What follows belongs to an exercise in optimizing a design on an open flow for small area and a short achievable clock period; a production flow would make more cautious choices. In this exercise RTL edits were held to simulation tests only and were not proved equivalent to the original. Power is estimated from default activity; no workload was simulated.

[design/flow/config.mk]
export PLATFORM = sky130hd
export DESIGN_NAME = store_cvt
export DESIGN_NICKNAME = store_cvt
export VERILOG_FILES = /design/flow/design.v
export SDC_FILE = /design/flow/constraint.sdc
export NUM_CORES = 4
export LEC_CHECK = 0
export CAP_MARGIN = 40
export CORE_MARGIN = 2
export CORE_UTILIZATION = 20
export PLACE_DENSITY = 0.3
export SLEW_MARGIN = 40
[design/flow/constraint.sdc]
create_clock -name core_clock -period 30.0 [get_ports {clk}]
set_input_delay 6.0000 -clock core_clock [delete_from_list [all_inputs] [get_ports {clk}]]
set_output_delay 6.0000 -clock core_clock [all_outputs]
set_load 0.01 [all_outputs]
[design/flow/design.v]
module sc_seed_mix(input wire [7:0] b, input wire [15:0] o, output wire [31:0] p);
  wire t1 = b[3] ^ ~b[0] ^ 1'b1;
  wire t2 = (b[3] & ~b[0]) | (b[3] & 1'b1) | (~b[0] & 1'b1);
  wire t3 = b[6] ^ ~b[3] ^ ~b[0];
  wire t4 = (b[6] & ~b[3]) | (b[6] & ~b[0]) | (~b[3] & ~b[0]);
  wire t5 = b[7] ^ ~b[4] ^ ~b[1];
  wire t6 = (b[7] & ~b[4]) | (b[7] & ~b[1]) | (~b[4] & ~b[1]);
  wire t7 = ~b[6] ^ ~b[3] ^ b[0];
  wire t8 = (~b[6] & ~b[3]) | (~b[6] & b[0]) | (~b[3] & b[0]);
  wire t9 = ~b[7] ^ ~b[4] ^ b[1];
  wire t10 = (~b[7] & ~b[4]) | (~b[7] & b[1]) | (~b[4] & b[1]);
  wire t11 = ~b[5] ^ b[2] ^ ~b[0];
  wire t12 = (~b[5] & b[2]) | (~b[5] & ~b[0]) | (b[2] & ~b[0]);
  wire t13 = ~b[6] ^ b[3] ^ ~b[1];
  wire t14 = (~b[6] & b[3]) | (~b[6] & ~b[1]) | (b[3] & ~b[1]);
  wire t15 = ~b[7] ^ b[4] ^ ~b[2];
  wire t16 = (~b[7] & b[4]) | (~b[7] & ~b[2]) | (b[4] & ~b[2]);
  wire t17 = b[5] ^ ~b[3] ^ 1'b1;
  wire t18 = (b[5] & ~b[3]) | (b[5] & 1'b1) | (~b[3] & 1'b1);
  wire t19 = b[6] ^ ~b[4] ^ ~b[0];
  wire t20 = (b[6] & ~b[4]) | (b[6] & ~b[0]) | (~b[4] & ~b[0]);
  wire t21 = b[7] ^ ~b[5] ^ ~b[1];
  wire t22 = (b[7] & ~b[5]) | (b[7] & ~b[1]) | (~b[5] & ~b[1]);
  wire t23 = ~b[7] ^ ~b[3] ^ b[0];
  wire t24 = (~b[7] & ~b[3]) | (~b[7] & b[0]) | (~b[3] & b[0]);
  wire t25 = ~b[4] ^ b[1] ^ 1'b1;
  wire t26 = (~b[4] & b[1]) | (~b[4] & 1'b1) | (b[1] & 1'b1);
  wire t27 = ~b[5] ^ b[2] ^ 1'b1;
  wire t28 = (~b[5] & b[2]) | (~b[5] & 1'b1) | (b[2] & 1'b1);
  wire t29 = ~b[6] ^ b[3] ^ ~b[0];
  wire t30 = (~b[6] & b[3]) | (~b[6] & ~b[0]) | (b[3] & ~b[0]);
  wire t31 = ~b[7] ^ b[4] ^ ~b[1];
  wire t32 = (~b[7] & b[4]) | (~b[7] & ~b[1]) | (b[4] & ~b[1]);
  wire t33 = b[5] ^ ~b[2] ^ 1'b1;
  wire t34 = (b[5] & ~b[2]) | (b[5] & 1'b1) | (~b[2] & 1'b1);
  wire t35 = b[6] ^ ~b[3] ^ 1'b1;
  wire t36 = (b[6] & ~b[3]) | (b[6] & 1'b1) | (~b[3] & 1'b1);
  wire t37 = b[7] ^ ~b[4] ^ b[0];
  wire t38 = (b[7] & ~b[4]) | (b[7] & b[0]) | (~b[4] & b[0]);
  wire t39 = ~b[5] ^ b[1] ^ 1'b1;
  wire t40 = (~b[5] & b[1]) | (~b[5] & 1'b1) | (b[1] & 1'b1);
  wire t41 = ~b[6] ^ b[2] ^ b[0];
  wire t42 = t2 ^ b[4] ^ ~b[1];
  wire t43 = (t2 & b[4]) | (t2 & ~b[1]) | (b[4] & ~b[1]);
  wire t44 = t6 ^ ~b[5] ^ ~b[2];
  wire t45 = (t6 & ~b[5]) | (t6 & ~b[2]) | (~b[5] & ~b[2]);
  wire t46 = t22 ^ ~b[6] ^ ~b[2];
  wire t47 = (t22 & ~b[6]) | (t22 & ~b[2]) | (~b[6] & ~b[2]);
  wire t48 = t36 ^ t37 ^ 1'b1;
  wire t49 = (t36 & t37) | (t36 & 1'b1) | (t37 & 1'b1);
  wire t50 = t40 ^ t41 ^ 1'b1;
  wire t51 = t43 ^ b[5] ^ ~b[2];
  wire t52 = (t43 & b[5]) | (t43 & ~b[2]) | (b[5] & ~b[2]);
  wire t53 = t47 ^ ~b[7] ^ ~b[3];
  wire t54 = (t47 & ~b[7]) | (t47 & ~b[3]) | (~b[7] & ~b[3]);
  wire t55 = t49 ^ t38 ^ t39;
  wire t56 = (t49 & t38) | (t49 & t39) | (t38 & t39);
  wire t57 = t52 ^ t3 ^ 1'b1;
  wire t58 = (t52 & t3) | (t52 & 1'b1) | (t3 & 1'b1);
  wire t59 = t54 ^ ~b[4] ^ ~b[0];
  wire t60 = (t54 & ~b[4]) | (t54 & ~b[0]) | (~b[4] & ~b[0]);
  wire t61 = t58 ^ t4 ^ t5;
  wire t62 = (t58 & t4) | (t58 & t5) | (t4 & t5);
  wire t63 = t60 ^ ~b[5] ^ ~b[1];
  wire t64 = (t60 & ~b[5]) | (t60 & ~b[1]) | (~b[5] & ~b[1]);
  wire t65 = t64 ^ ~b[6] ^ ~b[2];
  wire t66 = (t64 & ~b[6]) | (t64 & ~b[2]) | (~b[6] & ~b[2]);
  wire [31:0] ra0 = {t56, t55, t48, t34, t32, t30, t28, t26, t24, t66, t65, t63, t59, t53, t46, t20, t18, t16, t14, t12, t10, t8, t45, t62, t61, t57, t51, t42, t1, b[2], b[1], b[0]};
  wire [31:0] rb0 = {t50, 1'b0, 1'b0, t35, t33, t31, t29, t27, t25, t23, 1'b0, 1'b0, 1'b0, 1'b0, 1'b0, t21, t19, t17, t15, t13, t11, t9, t7, t44, 1'b0, 1'b0, 1'b0, 1'b0, 1'b0, 1'b0, 1'b0, 1'b0};
  wire t67 = ~o[2] ^ ~o[0] ^ 1'b1;
  wire t68 = (~o[2] & ~o[0]) | (~o[2] & 1'b1) | (~o[0] & 1'b1);
  wire t69 = ~o[4] ^ ~o[2] ^ ~o[0];
  wire t70 = (~o[4] & ~o[2]) | (~o[4] & ~o[0]) | (~o[2] & ~o[0]);
  wire t71 = ~o[5] ^ ~o[3] ^ ~o[1];
  wire t72 = (~o[5] & ~o[3]) | (~o[5] & ~o[1]) | (~o[3] & ~o[1]);
  wire t73 = ~o[6] ^ ~o[4] ^ ~o[2];
  wire t74 = (~o[6] & ~o[4]) | (~o[6] & ~o[2]) | (~o[4] & ~o[2]);
  wire t75 = ~o[7] ^ ~o[5] ^ ~o[3];
  wire t76 = (~o[7] & ~o[5]) | (~o[7] & ~o[3]) | (~o[5] & ~o[3]);
  wire t77 = ~o[8] ^ ~o[6] ^ ~o[4];
  wire t78 = (~o[8] & ~o[6]) | (~o[8] & ~o[4]) | (~o[6] & ~o[4]);
  wire t79 = ~o[9] ^ ~o[7] ^ ~o[5];
  wire t80 = (~o[9] & ~o[7]) | (~o[9] & ~o[5]) | (~o[7] & ~o[5]);
  wire t81 = ~o[10] ^ ~o[8] ^ ~o[6];
  wire t82 = (~o[10] & ~o[8]) | (~o[10] & ~o[6]) | (~o[8] & ~o[6]);
  wire t83 = ~o[11] ^ ~o[9] ^ ~o[7];
  wire t84 = (~o[11] & ~o[9]) | (~o[11] & ~o[7]) | (~o[9] & ~o[7]);
  wire t85 = o[4] ^ o[2] ^ o[0];
  wire t86 = (o[4] & o[2]) | (o[4] & o[0]) | (o[2] & o[0]);
  wire t87 = ~o[12] ^ ~o[10] ^ ~o[8];
  wire t88 = (~o[12] & ~o[10]) | (~o[12] & ~o[8]) | (~o[10] & ~o[8]);
  wire t89 = o[5] ^ o[3] ^ o[1];
  wire t90 = (o[5] & o[3]) | (o[5] & o[1]) | (o[3] & o[1]);
  wire t91 = ~o[13] ^ ~o[11] ^ ~o[9];
  wire t92 = (~o[13] & ~o[11]) | (~o[13] & ~o[9]) | (~o[11] & ~o[9]);
  wire t93 = o[6] ^ o[4] ^ o[2];
  wire t94 = (o[6] & o[4]) | (o[6] & o[2]) | (o[4] & o[2]);
  wire t95 = ~o[14] ^ ~o[12] ^ ~o[10];
  wire t96 = (~o[14] & ~o[12]) | (~o[14] & ~o[10]) | (~o[12] & ~o[10]);
  wire t97 = o[7] ^ o[5] ^ o[3];
  wire t98 = (o[7] & o[5]) | (o[7] & o[3]) | (o[5] & o[3]);
  wire t99 = ~o[15] ^ ~o[13] ^ ~o[11];
  wire t100 = (~o[15] & ~o[13]) | (~o[15] & ~o[11]) | (~o[13] & ~o[11]);
  wire t101 = o[8] ^ o[6] ^ o[4];
  wire t102 = (o[8] & o[6]) | (o[8] & o[4]) | (o[6] & o[4]);
  wire t103 = ~o[14] ^ ~o[12] ^ o[9];
  wire t104 = (~o[14] & ~o[12]) | (~o[14] & o[9]) | (~o[12] & o[9]);
  wire t105 = o[7] ^ o[5] ^ ~o[2];
  wire t106 = (o[7] & o[5]) | (o[7] & ~o[2]) | (o[5] & ~o[2]);
  wire t107 = ~o[15] ^ ~o[13] ^ o[10];
  wire t108 = (~o[15] & ~o[13]) | (~o[15] & o[10]) | (~o[13] & o[10]);
  wire t109 = o[8] ^ o[6] ^ ~o[3];
  wire t110 = (o[8] & o[6]) | (o[8] & ~o[3]) | (o[6] & ~o[3]);
  wire t111 = ~o[14] ^ o[11] ^ o[9];
  wire t112 = (~o[14] & o[11]) | (~o[14] & o[9]) | (o[11] & o[9]);
  wire t113 = o[7] ^ ~o[4] ^ ~o[0];
  wire t114 = (o[7] & ~o[4]) | (o[7] & ~o[0]) | (~o[4] & ~o[0]);
  wire t115 = ~o[15] ^ o[12] ^ o[10];
  wire t116 = (~o[15] & o[12]) | (~o[15] & o[10]) | (o[12] & o[10]);
  wire t117 = o[8] ^ ~o[5] ^ ~o[1];
  wire t118 = (o[8] & ~o[5]) | (o[8] & ~o[1]) | (~o[5] & ~o[1]);
  wire t119 = o[13] ^ o[11] ^ o[9];
  wire t120 = (o[13] & o[11]) | (o[13] & o[9]) | (o[11] & o[9]);
  wire t121 = ~o[6] ^ ~o[2] ^ ~o[0];
  wire t122 = (~o[6] & ~o[2]) | (~o[6] & ~o[0]) | (~o[2] & ~o[0]);
  wire t123 = o[14] ^ o[12] ^ o[10];
  wire t124 = (o[14] & o[12]) | (o[14] & o[10]) | (o[12] & o[10]);
  wire t125 = ~o[7] ^ ~o[3] ^ ~o[1];
  wire t126 = (~o[7] & ~o[3]) | (~o[7] & ~o[1]) | (~o[3] & ~o[1]);
  wire t127 = o[15] ^ o[13] ^ o[11];
  wire t128 = (o[15] & o[13]) | (o[15] & o[11]) | (o[13] & o[11]);
  wire t129 = ~o[8] ^ ~o[4] ^ ~o[2];
  wire t130 = (~o[8] & ~o[4]) | (~o[8] & ~o[2]) | (~o[4] & ~o[2]);
  wire t131 = o[14] ^ o[12] ^ ~o[9];
  wire t132 = (o[14] & o[12]) | (o[14] & ~o[9]) | (o[12] & ~o[9]);
  wire t133 = ~o[5] ^ ~o[3] ^ 1'b1;
  wire t134 = (~o[5] & ~o[3]) | (~o[5] & 1'b1) | (~o[3] & 1'b1);
  wire t135 = o[15] ^ o[13] ^ ~o[10];
  wire t136 = (o[15] & o[13]) | (o[15] & ~o[10]) | (o[13] & ~o[10]);
  wire t137 = ~o[6] ^ ~o[4] ^ 1'b1;
  wire t138 = (~o[6] & ~o[4]) | (~o[6] & 1'b1) | (~o[4] & 1'b1);
  wire t139 = o[14] ^ ~o[11] ^ ~o[7];
  wire t140 = (o[14] & ~o[11]) | (o[14] & ~o[7]) | (~o[11] & ~o[7]);
  wire t141 = o[15] ^ ~o[12] ^ ~o[8];
  wire t142 = (o[15] & ~o[12]) | (o[15] & ~o[8]) | (~o[12] & ~o[8]);
  wire t143 = ~o[13] ^ ~o[9] ^ ~o[7];
  wire t144 = (~o[13] & ~o[9]) | (~o[13] & ~o[7]) | (~o[9] & ~o[7]);
  wire t145 = ~o[14] ^ ~o[10] ^ ~o[8];
  wire t146 = (~o[14] & ~o[10]) | (~o[14] & ~o[8]) | (~o[10] & ~o[8]);
  wire t147 = ~o[15] ^ ~o[11] ^ ~o[9];
  wire t148 = (~o[15] & ~o[11]) | (~o[15] & ~o[9]) | (~o[11] & ~o[9]);
  wire t149 = ~o[12] ^ ~o[10] ^ ~o[5];
  wire t150 = (~o[12] & ~o[10]) | (~o[12] & ~o[5]) | (~o[10] & ~o[5]);
  wire t151 = ~o[13] ^ ~o[11] ^ ~o[6];
  wire t152 = o[4] ^ o[0] ^ 1'b1;
  wire t153 = t68 ^ ~o[3] ^ ~o[1];
  wire t154 = (t68 & ~o[3]) | (t68 & ~o[1]) | (~o[3] & ~o[1]);
  wire t155 = t74 ^ t75 ^ o[0];
  wire t156 = (t74 & t75) | (t74 & o[0]) | (t75 & o[0]);
  wire t157 = t76 ^ t77 ^ o[1];
  wire t158 = (t76 & t77) | (t76 & o[1]) | (t77 & o[1]);
  wire t159 = t78 ^ t79 ^ o[2];
  wire t160 = (t78 & t79) | (t78 & o[2]) | (t79 & o[2]);
  wire t161 = t80 ^ t81 ^ o[3];
  wire t162 = (t80 & t81) | (t80 & o[3]) | (t81 & o[3]);
  wire t163 = t82 ^ t83 ^ t85;
  wire t164 = (t82 & t83) | (t82 & t85) | (t83 & t85);
  wire t165 = t84 ^ t86 ^ t87;
  wire t166 = (t84 & t86) | (t84 & t87) | (t86 & t87);
  wire t167 = t88 ^ t90 ^ t91;
  wire t168 = (t88 & t90) | (t88 & t91) | (t90 & t91);
  wire t169 = t92 ^ t94 ^ t95;
  wire t170 = (t92 & t94) | (t92 & t95) | (t94 & t95);
  wire t171 = t97 ^ ~o[0] ^ 1'b1;
  wire t172 = (t97 & ~o[0]) | (t97 & 1'b1) | (~o[0] & 1'b1);
  wire t173 = t96 ^ t98 ^ t99;
  wire t174 = (t96 & t98) | (t96 & t99) | (t98 & t99);
  wire t175 = t100 ^ t102 ^ t103;
  wire t176 = (t100 & t102) | (t100 & t103) | (t102 & t103);
  wire t177 = t104 ^ t106 ^ t107;
  wire t178 = (t104 & t106) | (t104 & t107) | (t106 & t107);
  wire t179 = t108 ^ t110 ^ t111;
  wire t180 = (t108 & t110) | (t108 & t111) | (t110 & t111);
  wire t181 = t112 ^ t114 ^ t115;
  wire t182 = (t112 & t114) | (t112 & t115) | (t114 & t115);
  wire t183 = t116 ^ t118 ^ t119;
  wire t184 = (t116 & t118) | (t116 & t119) | (t118 & t119);
  wire t185 = t120 ^ t122 ^ t123;
  wire t186 = (t120 & t122) | (t120 & t123) | (t122 & t123);
  wire t187 = t124 ^ t126 ^ t127;
  wire t188 = (t124 & t126) | (t124 & t127) | (t126 & t127);
  wire t189 = t128 ^ t130 ^ t131;
  wire t190 = (t128 & t130) | (t128 & t131) | (t130 & t131);
  wire t191 = t132 ^ t134 ^ t135;
  wire t192 = (t132 & t134) | (t132 & t135) | (t134 & t135);
  wire t193 = t136 ^ t138 ^ t139;
  wire t194 = (t136 & t138) | (t136 & t139) | (t138 & t139);
  wire t195 = t140 ^ t141 ^ ~o[6];
  wire t196 = (t140 & t141) | (t140 & ~o[6]) | (t141 & ~o[6]);
  wire t197 = t142 ^ t143 ^ ~o[2];
  wire t198 = (t142 & t143) | (t142 & ~o[2]) | (t143 & ~o[2]);
  wire t199 = t144 ^ t145 ^ ~o[3];
  wire t200 = (t144 & t145) | (t144 & ~o[3]) | (t145 & ~o[3]);
  wire t201 = t146 ^ t147 ^ ~o[4];
  wire t202 = (t146 & t147) | (t146 & ~o[4]) | (t147 & ~o[4]);
  wire t203 = t148 ^ t149 ^ o[3];
  wire t204 = (t148 & t149) | (t148 & o[3]) | (t149 & o[3]);
  wire t205 = t150 ^ t151 ^ t152;
  wire t206 = t154 ^ t69 ^ 1'b1;
  wire t207 = (t154 & t69) | (t154 & 1'b1) | (t69 & 1'b1);
  wire t208 = t158 ^ t159 ^ o[0];
  wire t209 = (t158 & t159) | (t158 & o[0]) | (t159 & o[0]);
  wire t210 = t160 ^ t161 ^ o[1];
  wire t211 = (t160 & t161) | (t160 & o[1]) | (t161 & o[1]);
  wire t212 = t164 ^ t165 ^ t89;
  wire t213 = (t164 & t165) | (t164 & t89) | (t165 & t89);
  wire t214 = t166 ^ t167 ^ t93;
  wire t215 = (t166 & t167) | (t166 & t93) | (t167 & t93);
  wire t216 = t168 ^ t169 ^ t171;
  wire t217 = (t168 & t169) | (t168 & t171) | (t169 & t171);
  wire t218 = t170 ^ t172 ^ t173;
  wire t219 = (t170 & t172) | (t170 & t173) | (t172 & t173);
  wire t220 = t174 ^ t175 ^ t105;
  wire t221 = (t174 & t175) | (t174 & t105) | (t175 & t105);
  wire t222 = t176 ^ t177 ^ t109;
  wire t223 = (t176 & t177) | (t176 & t109) | (t177 & t109);
  wire t224 = t178 ^ t179 ^ t113;
  wire t225 = (t178 & t179) | (t178 & t113) | (t179 & t113);
  wire t226 = t180 ^ t181 ^ t117;
  wire t227 = (t180 & t181) | (t180 & t117) | (t181 & t117);
  wire t228 = t182 ^ t183 ^ t121;
  wire t229 = (t182 & t183) | (t182 & t121) | (t183 & t121);
  wire t230 = t184 ^ t185 ^ t125;
  wire t231 = (t184 & t185) | (t184 & t125) | (t185 & t125);
  wire t232 = t186 ^ t187 ^ t129;
  wire t233 = (t186 & t187) | (t186 & t129) | (t187 & t129);
  wire t234 = t188 ^ t189 ^ t133;
  wire t235 = (t188 & t189) | (t188 & t133) | (t189 & t133);
  wire t236 = t190 ^ t191 ^ t137;
  wire t237 = (t190 & t191) | (t190 & t137) | (t191 & t137);
  wire t238 = t192 ^ t193 ^ ~o[5];
  wire t239 = (t192 & t193) | (t192 & ~o[5]) | (t193 & ~o[5]);
  wire t240 = t194 ^ t195 ^ ~o[1];
  wire t241 = (t194 & t195) | (t194 & ~o[1]) | (t195 & ~o[1]);
  wire t242 = t196 ^ t197 ^ o[0];
  wire t243 = (t196 & t197) | (t196 & o[0]) | (t197 & o[0]);
  wire t244 = t198 ^ t199 ^ o[1];
  wire t245 = (t198 & t199) | (t198 & o[1]) | (t199 & o[1]);
  wire t246 = t200 ^ t201 ^ o[2];
  wire t247 = (t200 & t201) | (t200 & o[2]) | (t201 & o[2]);
  wire t248 = t202 ^ t203 ^ 1'b1;
  wire t249 = (t202 & t203) | (t202 & 1'b1) | (t203 & 1'b1);
  wire t250 = t207 ^ t70 ^ t71;
  wire t251 = (t207 & t70) | (t207 & t71) | (t70 & t71);
  wire t252 = t211 ^ t162 ^ t163;
  wire t253 = (t211 & t162) | (t211 & t163) | (t162 & t163);
  wire t254 = t217 ^ t218 ^ t101;
  wire t255 = (t217 & t218) | (t217 & t101) | (t218 & t101);
  wire t256 = t219 ^ t220 ^ 1'b1;
  wire t257 = (t219 & t220) | (t219 & 1'b1) | (t220 & 1'b1);
  wire t258 = t221 ^ t222 ^ 1'b1;
  wire t259 = (t221 & t222) | (t221 & 1'b1) | (t222 & 1'b1);
  wire t260 = t223 ^ t224 ^ 1'b1;
  wire t261 = (t223 & t224) | (t223 & 1'b1) | (t224 & 1'b1);
  wire t262 = t225 ^ t226 ^ 1'b1;
  wire t263 = (t225 & t226) | (t225 & 1'b1) | (t226 & 1'b1);
  wire t264 = t227 ^ t228 ^ 1'b1;
  wire t265 = (t227 & t228) | (t227 & 1'b1) | (t228 & 1'b1);
  wire t266 = t229 ^ t230 ^ 1'b1;
  wire t267 = (t229 & t230) | (t229 & 1'b1) | (t230 & 1'b1);
  wire t268 = t231 ^ t232 ^ 1'b1;
  wire t269 = (t231 & t232) | (t231 & 1'b1) | (t232 & 1'b1);
  wire t270 = t237 ^ t238 ^ ~o[0];
  wire t271 = (t237 & t238) | (t237 & ~o[0]) | (t238 & ~o[0]);
  wire t272 = t249 ^ t204 ^ t205;
  wire t273 = t251 ^ t72 ^ t73;
  wire t274 = (t251 & t72) | (t251 & t73) | (t72 & t73);
  wire t275 = t269 ^ t233 ^ t234;
  wire t276 = (t269 & t233) | (t269 & t234) | (t233 & t234);
  wire t277 = t271 ^ t239 ^ t240;
  wire t278 = (t271 & t239) | (t271 & t240) | (t239 & t240);
  wire t279 = t276 ^ t235 ^ t236;
  wire t280 = (t276 & t235) | (t276 & t236) | (t235 & t236);
  wire t281 = t278 ^ t241 ^ t242;
  wire t282 = (t278 & t241) | (t278 & t242) | (t241 & t242);
  wire t283 = t282 ^ t243 ^ t244;
  wire t284 = (t282 & t243) | (t282 & t244) | (t243 & t244);
  wire t285 = t284 ^ t245 ^ t246;
  wire t286 = (t284 & t245) | (t284 & t246) | (t245 & t246);
  wire t287 = t286 ^ t247 ^ t248;
  wire t288 = (t286 & t247) | (t286 & t248) | (t247 & t248);
  wire [31:0] ra1 = {t288, t287, t285, t283, t281, t277, t280, t279, t275, t267, t265, t263, t261, t259, t257, t255, t254, t215, t213, t253, t252, t209, t208, t156, t274, t273, t250, t206, t153, t67, ~o[1], ~o[0]};
  wire [31:0] rb1 = {t272, 1'b0, 1'b0, 1'b0, 1'b0, 1'b0, t270, 1'b0, 1'b0, t268, t266, t264, t262, t260, t258, t256, ~o[1], t216, t214, t212, 1'b0, t210, 1'b0, t157, t155, 1'b0, 1'b0, 1'b0, 1'b0, 1'b0, 1'b0, 1'b1};
  assign p = (ra0 + rb0) ^ (ra1 + rb1);
endmodule
module store_cvt (
    input  wire        clk,
    input  wire        rst,
    input  wire        start,
    input  wire [3:0]  cfg_fmt,             
    input  wire        cfg_acc_int,         
    input  wire [1:0]  cfg_round,           
    input  wire [1:0]  cfg_round_default,   
    input  wire        cfg_e5m2_inf,
    input  wire [4:0]  cfg_shift,           
    input  wire [31:0] cfg_sr_seed,
    input  wire [7:0]  cfg_bough,           
    input  wire [15:0] cfg_opseq,           
    input  wire        in_valid,
    input  wire [31:0] in_data,
    input  wire [7:0]  in_scale,            
    output reg         out_valid,
    output reg  [31:0] out_data,
    output reg         out_nan,
    output reg         out_inf,
    output reg         out_sat,
    output reg         out_flush
);
    localparam [1:0] M_RNE = 2'd1, M_RTZ = 2'd2, M_SR = 2'd3;
    reg [3:0] fmt;
    reg       acc;
    reg [1:0] mode;
    reg       e5inf;
    reg [4:0] shift;
    always @(posedge clk) begin
        if (start) begin
            fmt   <= cfg_fmt;
            acc   <= cfg_acc_int;
            mode  <= (cfg_round == 2'd0) ? cfg_round_default : cfg_round;
            e5inf <= cfg_e5m2_inf;
            shift <= cfg_shift;
        end
    end
    wire is_b    = (fmt == 4'h5) || (fmt == 4'h6) || (fmt == 4'h7);
    wire dst_int = (fmt == 4'h9) || (fmt == 4'hA) || (fmt == 4'hB);
    wire k_fl    = !acc && !fmt[3];              
    wire k_log   = !acc && (fmt == 4'h8);        
    wire k_fi    = !acc && dst_int;              
    wire k_ii    = acc && dst_int;               
    wire k_if    = acc && !dst_int;              
    wire cp32    = !acc && (fmt == 4'h0);        
    wire rtz     = (mode == M_RTZ);
    wire sr_mode = (mode == M_SR);
    reg        iv;
    reg [31:0] id;
    reg [7:0]  isc;
    reg        ph1, ph2;
    always @(posedge clk) begin
        iv       <= !rst && in_valid;
        id[31:16] <= in_data[31:16];
        id[15:0] <= start ? cfg_opseq : in_data[15:0];
        isc      <= start ? cfg_bough : in_scale;
        ph1      <= start;
        ph2      <= ph1;
    end
    reg  [31:0] sr;
    wire [31:0] mix;
    sc_seed_mix u_mix (.b(isc), .o(id[15:0]), .p(mix));
    wire [31:0] x0  = {sr[31:1], sr[0] | (sr == 32'd0)};
    wire [31:0] xa  = x0 ^ (x0 << 13);
    wire [31:0] xb  = xa ^ (xa >> 17);
    wire [31:0] xn  = xb ^ (xb << 5);
    reg         mv;
    wire        consume = mv && sr_mode;
    always @(posedge clk) begin
        if (start)
            sr <= cfg_sr_seed;
        else if (ph1)
            sr <= sr ^ mix;
        else if (ph2 || consume)
            sr <= xn;
    end
    wire [15:0] u = sr[31:16];
    wire        s     = id[31];
    wire [7:0]  ef    = id[30:23];
    wire [22:0] fr    = id[22:0];
    wire        hid   = (ef != 8'd0);
    wire        fr_nz = (fr != 23'd0);
    wire        f_max = (ef == 8'hFF);
    wire        f_nan = f_max && fr_nz;
    wire        f_inf = f_max && !fr_nz;
    wire        f_zero = !hid && !fr_nz;
    wire [7:0]  ee    = {ef[7:1], ef[0] | !hid};
    wire [31:0] av = s ? (~id + 32'd1) : id;
    reg  [5:0]  lz;
    integer i;
    always @(*) begin
        lz = 6'd32;
        for (i = 0; i < 32; i = i + 1)
            if (av[i])
                lz = 6'd31 - i[5:0];
    end
    reg  [4:0]         mw;      
    reg  [10:0]        goff;    
    reg  [7:0]         emax;    
    always @(*) begin
        case (fmt[2:0])
            3'd1:    begin mw = 5'd10; goff = 11'h790;   emax = 8'd30;  end
            3'd2:    begin mw = 5'd7;  goff = 11'd0;     emax = 8'd254; end
            3'd3:    begin mw = 5'd3;  goff = 11'h788;   emax = 8'd15;  end
            3'd4:    begin mw = 5'd2;  goff = 11'h790;   emax = 8'd30;  end
            3'd5:    begin mw = 5'd2;  goff = 11'd3;     emax = 8'd7;   end
            3'd6:    begin mw = 5'd3;  goff = 11'd1;     emax = 8'd3;   end
            3'd7:    begin mw = 5'd1;  goff = 11'd1;     emax = 8'd3;   end
            default: begin mw = 5'd23; goff = 11'd0;     emax = 8'd255; end
        endcase
    end
    wire [2:0] lzs = hid ? 3'd0 : fr[22] ? 3'd1 : fr[21] ? 3'd2 : fr[20] ? 3'd3 : 3'd4;
    wire [10:0] g    = {3'b0, ee} + goff - (is_b ? {3'b0, isc} : 11'd0);
    wire [10:0] e_d  = g - {8'b0, lzs};
    wire        nres = !e_d[10] && (e_d != 11'd0);
    wire        a_big = !e_d[10] && (e_d[9:0] > {2'b0, emax});
    wire        a_atmax = (e_d == {3'b0, emax});
    wire [10:0] ta_n = 11'd23 - {6'b0, mw} - {8'b0, lzs};
    wire [10:0] ta_s = 11'd24 - {6'b0, mw} - g;
    wire [10:0] ta   = nres ? ta_n : ta_s;
    reg  [22:0] keep;
    always @(*) begin
        case (lzs)
            3'd0:    keep = 23'h7FFFFF;
            3'd1:    keep = 23'h3FFFFF;
            3'd2:    keep = 23'h1FFFFF;
            default: keep = 23'h0FFFFF;
        endcase
    end
    wire [31:0] wa = nres ? (({1'b0, e_d[7:0], 23'b0} >> lzs) | {9'b0, fr & keep})
                          : {8'b0, hid, fr};
    function [15:0] ltab(input [2:0] f);
        case (f)
            3'd0: ltab = 16'h8000;
            3'd1: ltab = 16'h8B96;
            3'd2: ltab = 16'h9838;
            3'd3: ltab = 16'hA5FF;
            3'd4: ltab = 16'hB505;
            3'd5: ltab = 16'hC567;
            3'd6: ltab = 16'hD745;
            default: ltab = 16'hEAC1;
        endcase
    endfunction
    function [16:0] lmid(input [2:0] f);
        case (f)
            3'd0: lmid = 17'h08000 + 17'h08B96;
            3'd1: lmid = 17'h08B96 + 17'h09838;
            3'd2: lmid = 17'h09838 + 17'h0A5FF;
            3'd3: lmid = 17'h0A5FF + 17'h0B505;
            3'd4: lmid = 17'h0B505 + 17'h0C567;
            3'd5: lmid = 17'h0C567 + 17'h0D745;
            3'd6: lmid = 17'h0D745 + 17'h0EAC1;
            default: lmid = 17'h0EAC1 + 17'h10000;
        endcase
    endfunction
    wire [15:0] q16 = {1'b1, fr[22:8]};
    wire [16:0] q17 = {1'b1, fr[22:7]};
    wire        lo8 = (fr[7:0] != 8'd0);
    wire        lo7 = (fr[6:0] != 7'd0);
    reg  [2:0]  f_lo;
    integer k;
    always @(*) begin
        f_lo = 3'd0;
        for (k = 1; k < 8; k = k + 1)
            if (q16 >= ltab(k))
                f_lo = k;
    end
    wire [16:0] mid   = lmid(f_lo);
    wire        l_gt  = (q17 > mid) || ((q17 == mid) && lo7);
    wire        l_eq  = (q17 == mid) && !lo7;
    wire [3:0]  lhi   = ee[3:0] + 4'd9;        
    wire [6:0]  l_lo  = {lhi, f_lo};
    wire        l_up  = l_gt || (l_eq && l_lo[0]);
    reg  [6:0]  lval;
    reg         lsat;
    always @(*) begin
        lsat = 1'b0;
        if (!hid) begin
            lval = 7'd0;
        end else if (ee > 8'd134) begin
            lval = 7'd127;
            lsat = 1'b1;
        end else if (ee == 8'd134 && f_lo == 3'd7) begin
            lval = 7'd127;
            lsat = (q16 > 16'hEAC1) || ((q16 == 16'hEAC1) && lo8);
        end else if (ee >= 8'd119) begin
            if (rtz)
                lval = l_lo;
            else if (l_lo == 7'd0)
                lval = 7'd1;
            else
                lval = l_lo + {6'd0, l_up};
        end else if (ee == 8'd118) begin
            lval = (!rtz && ((q16 > 16'h8B96) || ((q16 == 16'h8B96) && lo8))) ? 7'd1 : 7'd0;
        end else begin
            lval = 7'd0;
        end
    end
    wire [10:0] tb_ = 11'd150 - {3'b0, ee};
    reg fi_big;
    always @(*) begin
        case (fmt)
            4'h9:    fi_big = (ee >= 8'd135);
            4'hA:    fi_big = (ee >= 8'd131);
            default: fi_big = (ee >= 8'd159) || ((ee == 8'd158) && !(s && !fr_nz));
        endcase
    end
    wire [6:0] lzsh = {1'b0, lz} + {2'b0, shift};
    reg ii_big;
    always @(*) begin
        case (fmt)
            4'h9:    ii_big = (lzsh <= 7'd23);
            4'hA:    ii_big = (lzsh <= 7'd27);
            default: ii_big = 1'b0;
        endcase
    end
    reg  [31:0]        w1;
    reg  [10:0]        t1w;
    reg                big1, atmax1, inf1, nan1, zin1;
    always @(*) begin
        w1     = 32'd0;
        t1w    = 11'd0;
        big1   = 1'b0;
        atmax1 = 1'b0;
        inf1   = f_inf;
        nan1   = f_nan || (is_b && isc == 8'hFF);
        zin1   = f_zero;
        if (k_fl) begin
            w1     = wa;
            t1w    = ta;
            big1   = !cp32 && (f_inf || a_big);
            atmax1 = !cp32 && a_atmax;
        end else if (k_log) begin
            w1     = {2'b0, lval, fr};
            t1w    = 11'd23;
            big1   = f_inf || lsat;
        end else if (k_fi) begin
            w1     = {8'b0, hid, fr};
            t1w    = tb_;
            big1   = f_inf || fi_big;
        end else begin
            w1     = av;
            t1w    = k_ii ? ((fmt == 4'hB) ? 11'd0 : {6'b0, shift}) : (11'd8 - {5'b0, lz});
            big1   = k_ii && ii_big;
            inf1   = 1'b0;
            nan1   = 1'b0;
            zin1   = (id == 32'd0);
        end
    end
    wire [6:0] t1 = (!t1w[10] && t1w > 11'd48) ? 7'd48 : (t1w[10] && t1w < 11'h7E8) ? 7'h68 : t1w[6:0];
    reg [31:0]        w2;
    reg [6:0]         t2;
    reg               s2, big2, atmax2, inf2, nan2, zin2;
    always @(posedge clk) begin
        mv     <= !rst && iv;
        w2     <= w1;
        t2     <= t1;
        s2     <= s;
        big2   <= big1;
        atmax2 <= atmax1;
        inf2   <= inf1;
        nan2   <= nan1;
        zin2   <= zin1;
    end
    wire [6:0]   tt   = t2 + 7'd24;
    wire [103:0] wide = {w2, 72'b0} >> tt;
    wire [31:0]  n    = wide[79:48];
    wire [15:0]  r16  = wide[47:32];
    wire         stk  = (wide[31:0] != 32'd0);
    wire [7:0]   e_if = 8'd150 + {t2[6], t2};
    wire [31:0]  inc_in = (k_if && !zin2) ? {1'b0, e_if, n[22:0]} : n;
    reg up;
    always @(*) begin
        if (k_log)
            up = 1'b0;
        else case (mode)
            M_RNE:   up = r16[15] && ((r16[14:0] != 15'd0) || stk || n[0]);
            M_SR:    up = (u < r16);
            default: up = 1'b0;
        endcase
    end
    wire        isint = k_fi || k_ii;
    wire        neg   = isint && s2;
    wire [31:0] inc   = (inc_in ^ {32{neg}}) + {31'd0, up ^ neg};
    wire        n2z   = (n == 32'd0) && !up;
    reg cf;
    always @(*) begin
        case (fmt)
            4'h1:    cf = inc[10];
            4'h2:    cf = inc[7];
            4'h3:    cf = inc[7] || (inc[2:0] == 3'd7);
            4'h4:    cf = inc[2];
            4'h5:    cf = inc[5];
            4'h6:    cf = inc[5];
            default: cf = inc[3];
        endcase
    end
    wire ovf = big2 || (atmax2 && cf);
    wire has_inf = (fmt == 4'h1) || (fmt == 4'h2) || ((fmt == 4'h4) && e5inf);
    wire inf_res = has_inf && (inf2 || !rtz);
    reg [31:0] maxp, infp, nanp;
    always @(*) begin
        case (fmt)
            4'h1:    begin maxp = {16'd0, s2, 15'h7BFF}; infp = {16'd0, s2, 15'h7C00}; nanp = {16'd0, s2, 15'h7E00}; end
            4'h2:    begin maxp = {16'd0, s2, 15'h7F7F}; infp = {16'd0, s2, 15'h7F80}; nanp = {16'd0, s2, 15'h7FC0}; end
            4'h3:    begin maxp = {24'd0, s2, 7'h7E};    infp = {24'd0, s2, 7'h7E};    nanp = {24'd0, s2, 7'h7F};    end
            4'h4:    begin maxp = {24'd0, s2, 7'h7B};    infp = {24'd0, s2, 7'h7C};    nanp = {24'd0, s2, 7'h7F};    end
            4'h5:    begin maxp = {26'd0, s2, 5'h1F};    infp = maxp;                  nanp = 32'd0;                 end
            4'h6:    begin maxp = {26'd0, s2, 5'h1F};    infp = maxp;                  nanp = 32'd0;                 end
            4'h7:    begin maxp = {28'd0, s2, 3'h7};     infp = maxp;                  nanp = 32'd0;                 end
            4'h8:    begin maxp = {24'd0, s2, 7'h7F};    infp = maxp;                  nanp = 32'd0;                 end
            4'h9:    begin maxp = s2 ? 32'h80 : 32'h7F;  infp = maxp;                  nanp = 32'd0;                 end
            4'hA:    begin maxp = s2 ? 32'h8 : 32'h7;    infp = maxp;                  nanp = 32'd0;                 end
            4'hB:    begin maxp = s2 ? 32'h8000_0000 : 32'h7FFF_FFFF; infp = maxp;     nanp = 32'd0;                 end
            default: begin maxp = 32'd0;                 infp = 32'd0;                 nanp = 32'd0;                 end
        endcase
    end
    reg [31:0] body;
    always @(*) begin
        if (acc)
            case (fmt)
                4'h9:    body = {24'd0, inc[7:0]};
                4'hA:    body = {28'd0, inc[3:0]};
                4'hB:    body = inc;
                default: body = {s2, inc[30:0]};
            endcase
        else
            case (fmt)
                4'h0:    body = {s2, inc[30:0]};
                4'h1, 4'h2: body = {16'd0, s2, inc[14:0]};
                4'h3, 4'h4, 4'h8: body = {24'd0, s2, inc[6:0]};
                4'h5, 4'h6: body = {26'd0, s2, inc[4:0]};
                4'h7:    body = {28'd0, s2, inc[2:0]};
                4'h9:    body = {24'd0, inc[7:0]};
                4'hA:    body = {28'd0, inc[3:0]};
                default: body = inc;
            endcase
    end
    reg satk;
    always @(*) begin
        case (fmt)
            4'h9:    satk = s2 ? (inc[8] && !inc[7]) : (inc[8] || inc[7]);
            4'hA:    satk = s2 ? (inc[4] && !inc[3]) : (inc[4] || inc[3]);
            default: satk = 1'b0;
        endcase
    end
    reg [31:0] res;
    reg        c_nan, c_inf, c_sat, c_flush;
    always @(*) begin
        res     = body;
        c_nan   = 1'b0;
        c_inf   = 1'b0;
        c_sat   = 1'b0;
        c_flush = 1'b0;
        if (cp32) begin
            c_nan = nan2;
            c_inf = inf2;
        end else if (nan2) begin
            res   = nanp;
            c_nan = 1'b1;
        end else if (isint) begin
            if (big2 || satk) begin
                res   = maxp;
                c_sat = 1'b1;
            end else begin
                c_flush = n2z && !zin2;
            end
        end else if (ovf) begin
            if (inf_res) begin
                res   = infp;
                c_inf = 1'b1;
            end else begin
                res   = maxp;
                c_sat = 1'b1;
            end
        end else begin
            c_flush = n2z && !zin2;
        end
    end
    always @(posedge clk) begin
        out_valid <= !rst && mv;
        out_data  <= res;
        out_nan   <= c_nan;
        out_inf   <= c_inf;
        out_sat   <= c_sat;
        out_flush <= c_flush;
    end
endmodule
[design/flow/run.sh]
#!/bin/bash
# synth_recipe.tcl (not shown) runs the flow's synth.tcl, then flattens the netlist and writes it again
# the make line also repeats each setting of config.mk as NAME=value (left out here)
make -C /OpenROAD-flow-scripts/flow DESIGN_CONFIG=/design/flow/config.mk WORK_HOME=/design/flow/orfs CLKGATE_MAP_FILE= SYNTH_SCRIPT=/design/flow/synth_recipe.tcl finish
==> results_dict.tcl, run 1 <==
set metrics [dict create \
    critical_path_class "reg2reg" \
    routed_wl_um 121000 \
    grt_overflow_total 0 \
    slowest_delay_ps 840 \
    clock_sinks 171 \
    drv_cap 0 \
    syn_inst 3098 \
    tightestPinTransition_ps 928 \
    layout_commonest_cell "nor2_1" \
    hold_start "iv" \
    start_kind "register" \
    clock_power_share_pct 7.0 \
    seq_area_frac_synth_pct 15.4 \
    ant_nets 0 \
    drc_errors 0 \
    place_ws_ps 21390 \
    yosysWarningCount 1 \
    io_pins 152 \
    critPathTopFamily "compound AO/OA/AOI/OAI gates" \
    row_count 130 \
    syn-cell-area_um2 25100 \
    viasPerCell 5.04 \
    synth-edff-count 45 \
    synth_cell_types 113 \
    via_count 24400 \
    cts_tree "yes" \
    place_hpwl_um 97500 \
    layout-drive-gt1-share_pct 8.92 \
    ff2ff_path_depth 28 \
    worst_ir_drop_vdd_v 0.0000625 \
    grt_max_degree 70 \
    p_comb_share_pct 80.4 \
    fp.dieW_um 358 \
    cts_buffer_depth 2 \
    port_buffers 151 \
    gp_congestion 0.885 \
    p_per_area_nw_per_um2 113 \
    p_sw_mw 1.84 \
    finalHoldViolations 0 \
    cp_common_cell "ha_1" \
    layout_setup_ws_ps 21320 \
    synth_top_flop_cell "dfxtp_1" \
    regToRegStartpoint "t2[3]" \
    antenna_found_initial 1 \
    whs_endpoint "mv" \
    grtUsageTotal_pct 18.6 \
    rsz0062_at_grt "no" \
    fin_tns_setup_ps 0 \
    core-area_um2 125000 \
    async_flop_share_pct 0 \
    postCtsSetupBuffers 0 \
    setup_viol 0 \
    path_buf_inv 3 \
    die-area_um2 128000 \
    reg2reg_slack_ps 21320 \
    cts.repair.resized 0 \
    switching_share_pct 56.0 \
    cts.htree.levels 4 \
    synth_seq_cells 171 \
    drtPass1Iterations 5 \
    drtIter0Drc 2061 \
    grt_first_pass_wirelength_um 175000 \
    slew_violations 0 \
    initial_core_util_pct 20.1 \
    numCtsBuffers 17 \
    outcome "finished clean" \
    area_growth_pct 15.8 \
    clock-skew-final_ps 21.7 \
    crit_path_end_kind "register" \
    period_minus_slack_ps 8680 \
    cp_max_fo 53 \
    die_h_um 358 \
    holdBufCountCts 0 \
    power.internal_mw 1.45 \
    power.leakage_nw 11.0 \
    hold_path_class "reg2reg" \
    grt_pass1_vias 24100 \
    slowest_stage "ha_1" \
    root_buffer "clkbuf_16" \
    fmax_mhz 115 \
    crit_arrival_ps 9130 \
    seq_power_share_pct 12.6 \
    clock_latency_ps 540 \
    mostFrequentLayoutCells "257 x nor2_1, 254 x nand2_1, 236 x inv_1, 234 x xnor2_1, 190 x o21ai_0" \
    avgRoutedWirePerCell_um 24.9 \
    period_share_pct 28.9 \
    relSlewSlack_pct 37.3 \
    n_antenna_cell 0 \
    required_ps 30450 \
    num-nets-final 3553 \
    holdPathStages 1 \
    worstReg2RegEnd "out_data[18]" \
    utilization_pct 23.3 \
    postSynthAreaPerCell_um2 8.11 \
    path_clk_slew_ps 80 \
]
layout make-up:
| type | instances | area, um2 |
|---|---|---|
| clock buffers | 18 | 433 |
| clock inverters | 14 | 124 |
| fillers | 13800 | 96000 |
| inverters | 243 | 912 |
| multi-input cells | 2521 | 19700 |
| flip-flops and latches | 171 | 3880 |
| well taps | 1650 | 2060 |
| repair buffers | 216 | 1990 |
registers in the layout, summed over array words and instances, names as in the netlist, 2 cells and up:
register,cells
out_data,32
t2,7
isc,8
mode,2
shift,5
fmt,4
w2,32
sr,32
id,32
routing by layer:
| layer | vias to the layer above | track usage (%) | part of all wire, % |
|---|---|---|---|
| li1 | 11300 | - | - |
| met1 | 12300 | 27.0 | 49 |
| met2 | 677 | 29.4 | 45 |
| met3 | 65 | 2.41 | 4.1 |
| met4 | 0 | 3.36 | 1.3 |
| met5 | - | 0 | 0 |
worst max path at each step:
stage | startpoint | endpoint | slack [ps] | cells after the start
6_report | t2[3] | out_data[18] | 21320 | 28
5_1_grt | t2[3] | out_data[18] | 20730 | 28
4_1_cts | t2[3] | out_data[18] | 21380 | 28
3_5_place_dp | t2[3] | out_data[18] | 21390 | 28
3_3_place_gp | t2[3] | out_data[18] | 20820 | 26
2_1_floorplan | start | sr[0] | 22280 | 3
Yosys cell counts, drive strengths merged (25+ instances only):
cell,number,area share (%)
mux4,45,4.2
xor2,58,2.0
nand3,67,1.3
and3,26,0.65
a31oi,38,0.95
dfxtp,126,10
buf,50,1.3
a21o,42,1.3
xnor2,235,8.2
o22ai,26,0.65
nor3,85,1.8
o31ai,25,0.77
inv,238,3.6
ha,149,7.4
nor4,32,0.85
clkbuf,117,1.7
nor2b,36,0.90
mux2,63,2.8
o21ai,198,4.0
nand2b,30,0.75
and2,28,0.71
a211oi,39,1.2
nand4,32,0.82
mux2i,62,2.5
a21oi,177,3.5
fa,119,9.5
edfxtp,45,5.4
nand2,254,3.8
nor2,260,3.9
stage by stage:
| step | instances | power, mW | instance area, um2 | hold WS [ps] |
|---|---|---|---|---|
| 2_1_floorplan | 3102 | 2.12 | 25100 | 329 |
| 6_report | 4833 | 3.29 | 29100 | 461 |
| 3_5_place_dp | 4800 | 3.04 | 28500 | 441 |
| 3_3_place_gp | 4798 | 3.06 | 28400 | 447 |
| 4_1_cts | 4832 | 3.29 | 29100 | 466 |
| 5_1_grt | 4833 | 3.54 | 29100 | 483 |
power by group through the flow:
stage,clock [mW],sequential [mW],combinational (mW)
global placement,0,0.421,2.64
CTS,0.245,0.416,2.63
floorplan,0,0.367,1.76
finish,0.230,0.416,2.65
detailed placement,0,0.421,2.62
global route,0.251,0.423,2.87
logic make-up after synthesis:
kind of cell / synth area share (%)
and+or+nand+nor: 19.0
AOI/OAI and AO/OA: 22.1
buffers and inverters: 6.66
xor gates and xnor gates: 10.3
adders and majority gates: 16.9
DFF: 15.4
muxes: 9.52
other: 0.0149
==> inputs of run 2 (changes only) <==
--- a/design/flow/config.mk
+++ b/design/flow/config.mk
@@ -7,6 +7,7 @@
 export LEC_CHECK = 0
-export CAP_MARGIN = 40
+export ABC_CLOCK_PERIOD_IN_PS = 6000
+export CAP_MARGIN = 20
 export CORE_MARGIN = 2
-export CORE_UTILIZATION = 20
-export PLACE_DENSITY = 0.3
-export SLEW_MARGIN = 40
+export CORE_UTILIZATION = 50
+export PLACE_DENSITY = 0.6
+export SLEW_MARGIN = 20
==> results_dict.tcl, run 2 <==
set metrics [dict create \
    crit_arrival_ps 9070 \
    ant_nets 0 \
    final_area_um2 27700 \
    slew_violations 0 \
    fin_tns_setup_ps 0 \
    worst_ir_drop_vdd_v 0.000113 \
    grtUsageTotal_pct 35.9 \
    initial_core_util_pct 50.4 \
    syn-cell-area_um2 25100 \
    outcome "finished clean" \
    root_buffer "clkbuf_16" \
    grt_overflow_total 0 \
    yosys.area.top_type_share_pct 10.0 \
    postSynthAreaPerCell_um2 8.11 \
    cp_max_fo 53 \
    numCtsBuffers 17 \
    critical_path_class "reg2reg" \
    p_sw_mw 1.73 \
    slowest_stage "ha_1" \
    cts.htree.levels 4 \
    synth_seq_cells 171 \
    yosysTopAreaCell "dfxtp_1" \
    grt_pass1_vias 23400 \
    cp_common_cell "ha_1" \
    avgRoutedWirePerCell_um 24.9 \
    synth-edff-count 45 \
    num-nets-final 3536 \
    die_h_um 228 \
    antenna_found_initial 1 \
    clock_latency_ps 510 \
    routed_wl_um 95500 \
    synth_area_leaders "dfxtp_1 10%, fa_1 9.5%, xnor2_1 8.2%" \
    switching_share_pct 54.5 \
    clock-skew-final_ps 20.6 \
    relSlewSlack_pct 29.1 \
    drv_cap 0 \
    mostFrequentLayoutCells "258 x nor2_1, 254 x nand2_1, 237 x inv_1, 235 x xnor2_1, 191 x o21ai_0" \
    p_total_mw 3.18 \
    core-area_um2 49900 \
    layout-drive-gt1-share_pct 7.96 \
    io_pins 152 \
    crit_path_end_kind "register" \
    required_ps 30410 \
    fmax_mhz 115 \
    synth_common_cells "259 x nor2_1, 254 x nand2_1, 236 x inv_1, 235 x xnor2_1, 191 x o21ai_0" \
    period_share_pct 28.9 \
    area_growth_pct 10.3 \
    holdBufCountCts 0 \
    slowest_delay_ps 680 \
    cts_buffer_depth 2 \
    rsz0062_at_grt "no" \
    viasPerCell 6.47 \
    p_per_area_nw_per_um2 115 \
    start_kind "register" \
    gp_congestion 1.01 \
    port_buffers 151 \
    synth_cell_types 113 \
    synth_top_flop_cell "dfxtp_1" \
    period_minus_slack_ps 8670 \
    fp.dieW_um 228 \
    synth_most_common_cell "nor2_1" \
    hold_path_class "reg2reg" \
    drtPass1Iterations 6 \
    yosysWarningCount 1 \
    seq_power_share_pct 12.9 \
    drtIter0Drc 2946 \
    layout_commonest_cell "nor2_1" \
    finalHoldViolations 0 \
    clock_power_share_pct 7.1 \
    power.leakage_nw 10.9 \
    cts_tree "yes" \
    setup_viol 0 \
    clock_sinks 171 \
    drc_errors 0 \
    dp.cells 3805 \
    fin_cells 3841 \
    via_count 24900 \
    path_clk_slew_ps 70 \
    grt_first_pass_wirelength_um 144000 \
    grt_max_degree 87 \
    die-area_um2 52000 \
    cts.repair.resized 0 \
    tightestPinTransition_ps 1040 \
    place_hpwl_um 75100 \
    async_flop_share_pct 0 \
    postCtsSetupBuffers 0 \
    utilization_pct 55.5 \
    syn_inst 3098 \
    seq_area_frac_synth_pct 15.4 \
    post_dp_cell_area_um2 27100 \
    row_count 82 \
    p_comb_share_pct 80.0 \
    power.internal_mw 1.45 \
]
run 2: changes by cell type in the layout (fill, tap and decap cells not counted), moves of 2 or more:
cell and change:
buf_4 -14, clkinv_4 +6, inv_8 -4, diode_2 +3
nor3_1 +3, clkbuf_4 -2, dfxtp_1 +2, dfxtp_2 -2
nor3_2 -2, nor4_1 +2
run 2: critical path, delay by kind of cell, from the launching register on:
family | cells | cell delay (ps)
compound gates | 10 | 2520
simple gates | 8 | 2200
fa+ha+maj | 4 | 1580
buf+inv | 4 | 1160
xor+xnor | 2 | 390
mux | 1 | 360
flops | 1 | 310
run 2: cell families after synthesis:
| family | count (synthesis) | share of synthesized area [%] |
|---|---|---|
| multiplexers | 170 | 9.52 |
| other | 1 | 0.0149 |
| buffers and inverters | 410 | 6.66 |
| adder cells (fa/ha/maj) | 269 | 16.9 |
| XOR/XNOR | 294 | 10.3 |
| flip-flops | 171 | 15.4 |
| AO/OA/AOI/OAI | 819 | 22.1 |
| AND/OR/NAND/NOR | 964 | 19.0 |
run 2: power by group through the flow:
stage | logic, mW | clock network [mW] | registers (mW)
6_report | 2.54 | 0.225 | 0.410
3_3_place_gp | 2.44 | 0 | 0.409
2_1_floorplan | 1.76 | 0 | 0.367
3_5_place_dp | 2.46 | 0 | 0.410
5_1_grt | 2.73 | 0.237 | 0.414
4_1_cts | 2.47 | 0.229 | 0.406
run 2: final timing paths:
check / cells past startpoint / from / endpoint / slack [ps]
worst max-delay path: 29 / t2[3] / out_data[20] / 21330
worst max register to register: 29 / t2[3] / out_data[20] / 21330
worst min-delay path: 1 / iv / mv / 470
worst min register to register: 1 / iv / mv / 470
run 2: through the flow:
stage               setup slack [ps]  hold WS (ps)
detailed placement             21670           451
floorplan                      22280           329
finish                         21330           466
global route                   20920           489
CTS                            21640           467
global placement               21840           443
run 2: area by class of cell:
cell class,instances,area [um2]
Fill cell,4723,22200
Multi-Input combinational cell,2521,19600
Sequential cell,171,3880
Timing Repair Buffer,199,1890
Inverter,243,912
Tap cell,672,841
Clock buffer,19,464
Clock inverter,13,108
Antenna cell,3,7.51
run 2: metal layers:
layer | up-vias | global-route usage (%) | part of all wire (%)
met5 | - | 0 | 0
met4 | 0 | 10.7 | 3.1
met3 | 153 | 9.44 | 11
met2 | 1378 | 53.6 | 43
met1 | 12000 | 50.8 | 43
li1 | 11300 | - | -
==> inputs of run 3 (changes only) <==
--- a/design/flow/config.mk
+++ b/design/flow/config.mk
@@ -7,3 +7,3 @@
 export LEC_CHECK = 0
-export ABC_CLOCK_PERIOD_IN_PS = 6000
+export ABC_AREA = 1
 export CAP_MARGIN = 20
==> results_dict.tcl, run 3 <==
set metrics [dict create \
    fmax_mhz 129 \
    required_ps 30160 \
    holdBufCountCts 0 \
    rsz0062_at_grt "no" \
    grt_overflow_total 0 \
    slew_violations 0 \
    p_per_area_nw_per_um2 116 \
    clock_latency_ps 500 \
    synth_compound_area_share_pct 17.1 \
    yosysTopAreaCell "nand2_1" \
    critical_path_class "in2reg" \
    p_comb_share_pct 79.2 \
    row_count 78 \
    cp_max_fo 66 \
    seq_power_share_pct 13.2 \
    synth_top_flop_cell "dfxtp_1" \
    wl_met3_um 5860 \
    drtPass1Iterations 6 \
    numCtsBuffers 17 \
    p_sw_mw 1.68 \
    place_hpwl_um 62300 \
    area_growth_pct 10.9 \
    fp.dieW_um 217 \
    routed_wl_um 76800 \
    via_count 22900 \
    clock_sinks 171 \
    synth_cell_types 78 \
    postCtsSetupBuffers 0 \
    grtUsageTotal_pct 32.9 \
    fin_tns_setup_ps 0 \
    cts.repair.resized 0 \
    clock_power_share_pct 7.6 \
    crit_arrival_ps 7910 \
    synth_seq_cells 171 \
    synth_xor_area_share_pct 9.44 \
    layout-drive-gt1-share_pct 5.71 \
    syn-cell-area_um2 22700 \
    layout_commonest_cell "nand2_1" \
    die_h_um 217 \
    yosys.area.top_type_share_pct 11.9 \
    cts_buffer_depth 2 \
    synth_common_cells "723 x nand2_1, 484 x inv_1, 282 x nor2_1, 239 x o21ai_0, 165 x xor2_1" \
    mostFrequentLayoutCells "723 x nand2_1, 484 x inv_1, 282 x nor2_1, 239 x o21ai_0, 165 x xor2_1" \
    yosys.area_share.simple_pct 26.0 \
    core-area_um2 45200 \
    drtIter0Drc 2335 \
    grt_max_degree 67 \
    root_buffer "clkbuf_16" \
    yosysWarningCount 1 \
    start_kind "input port" \
    clock-skew-final_ps 10.1 \
    synth_top_family_by_area "simple AND/OR/NAND/NOR gates" \
    gp_congestion 1.01 \
    drv_cap 0 \
    setup_viol 0 \
    grt_pass1_vias 21700 \
    switching_share_pct 57.4 \
    synth_area_leaders "nand2_1 12%, dfxtp_1 11%, fa_1 10%" \
    muxShareOfSynthArea_pct 0.660 \
    utilization_pct 55.8 \
    dr_wl_met2_um 33500 \
    synth_most_common_cell "nand2_1" \
    period_minus_slack_ps 7750 \
    path_clk_slew_ps 70 \
    worst_ir_drop_vdd_v 0.0000684 \
    port_buffers 151 \
    viasPerCell 5.62 \
    finalHoldViolations 0 \
    antenna_found_initial 1 \
    dp.cells 4035 \
    die-area_um2 47200 \
    outcome "finished clean" \
    power.leakage_nw 11.9 \
    ant_nets 0 \
    wl_met1_um 35800 \
    fin_cells 4067 \
    cts.htree.levels 4 \
    power.internal_mw 1.25 \
    synth-edff-count 45 \
    crit_path_end_kind "register" \
    postSynthAreaPerCell_um2 6.78 \
    async_flop_share_pct 0 \
    io_pins 152 \
    grt_first_pass_wirelength_um 121000 \
    tightestPinTransition_ps 1000 \
    seq_area_frac_synth_pct 17.0 \
    hold_path_class "reg2reg" \
    avgRoutedWirePerCell_um 18.9 \
    dr.max_layer_used "met4" \
    syn_inst 3355 \
    relSlewSlack_pct 33.3 \
    cts_tree "yes" \
    drc_errors 0 \
    initial_core_util_pct 50.3 \
    num-nets-final 3837 \
    synthAdderAreaFrac_pct 18.7 \
    period_share_pct 25.8 \
    p_total_mw 2.93 \
    n_antenna_cell 0 \
]
-- run 3: routing by layer --
metal  vias to the layer above  global-route usage [%]
li1                      11100                       -
met1                     10800                    47.3
met2                       889                    51.2
met3                       123                    5.48
met4                         0                    8.36
met5                         -                       0
-- run 3: metrics by stage --
| stage | hold slack (ps) | instance area (um2) | setup slack, ps |
|---|---|---|---|
| global placement | 399 | 24700 | 21790 |
| floorplan | 375 | 22800 | 22280 |
| CTS | 421 | 25200 | 22260 |
| finish | 416 | 25200 | 22250 |
| detailed placement | 406 | 24700 | 21730 |
| global route | 450 | 25200 | 21860 |
-- run 3: final cells by class --
| class | count | area [um2] |
|---|---|---|
| fill | 4456 | 20000 |
| multi-input combinational | 2555 | 16400 |
| sequential | 171 | 3870 |
| inverter | 537 | 2020 |
| timing repair buffer | 172 | 1670 |
| tap | 600 | 751 |
| clock buffer | 19 | 433 |
| clock inverter | 13 | 126 |
-- run 3: worst max-delay path, cell delays in order --
cell and delay, ps:
buf_4 290, buf_4 590, nor2_1 80, inv_1 250, a311o_1 260, buf_4 410
-- run 3: cell families (layout without fill, tap and decap cells) --
kind of cell | count (synthesis) | count (layout)
buffers and inverters | 633 | 741
adders and majority gates | 268 | 268
xor gates and xnor gates | 241 | 241
AOI/OAI and AO/OA | 676 | 676
and+or+nand+nor | 1350 | 1350
DFF | 171 | 171
other | 1 | 5
muxes | 15 | 15
-- run 3: power groups by stage --
| stage | combinational (mW) | sequential [mW] | clock [mW] |
|---|---|---|---|
| 2_1_floorplan | 1.65 | 0.365 | 0 |
| 3_3_place_gp | 2.24 | 0.389 | 0 |
| 3_5_place_dp | 2.27 | 0.389 | 0 |
| 4_1_cts | 2.28 | 0.385 | 0.229 |
| 5_1_grt | 2.58 | 0.390 | 0.238 |
| 6_report | 2.32 | 0.386 | 0.224 |
-- run 3: path summary, 6_finish.rpt --
| check | startpoint | end | slack, ps | cells after the start |
|---|---|---|---|---|
| worst min-delay path | iv | mv | 420 | 2 |
| worst max-delay path | start | sr[18] | 22250 | 6 |
| worst max register to register | t2[3] | out_flush | 22490 | 29 |
| worst min register to register | iv | mv | 420 | 2 |

==> static timing again, ports no longer ideal <==
How much do the figures lean on ideal ports? The routed layouts below were timed once more, with nothing changed but the port constraints.
Step 1 (the two cells are an assumption about what drives the block):
set clk [get_ports {clk}]
set_driving_cell -lib_cell sky130_fd_sc_hd__clkbuf_16 $clk
set_driving_cell -lib_cell sky130_fd_sc_hd__buf_2 [delete_from_list [all_inputs] $clk]
Step 2 moves the port delays by t, midway between the first and last clock arrival at a register: inputs arrive t later, outputs are due t later. That takes back most of the time a late clock gives input paths.
Three values: ideal ports, drivers, drivers and shift; two values: the first two.
| run | shift t [ns] | setup WS [ns] | worst slew at a driven data input, ns | cell pins on the clock port's net |
|---|---|---|---|---|
| run 1 | 0.602 | 21.323 / 21.323 / 21.323 | 0.05 | 1 |
| run 2 | 0.559 | 21.333 / 21.333 / 21.333 | 0.06 | 1 |
| run 3 | 0.553 | 22.245 / 22.278 / 21.725 | 0.07 | 1 |
After both steps every run listed still meets setup and hold. For run 3, which loses most, drivers alone change the setup slack by +0.033 ns; drivers and shift together by -0.520 ns.
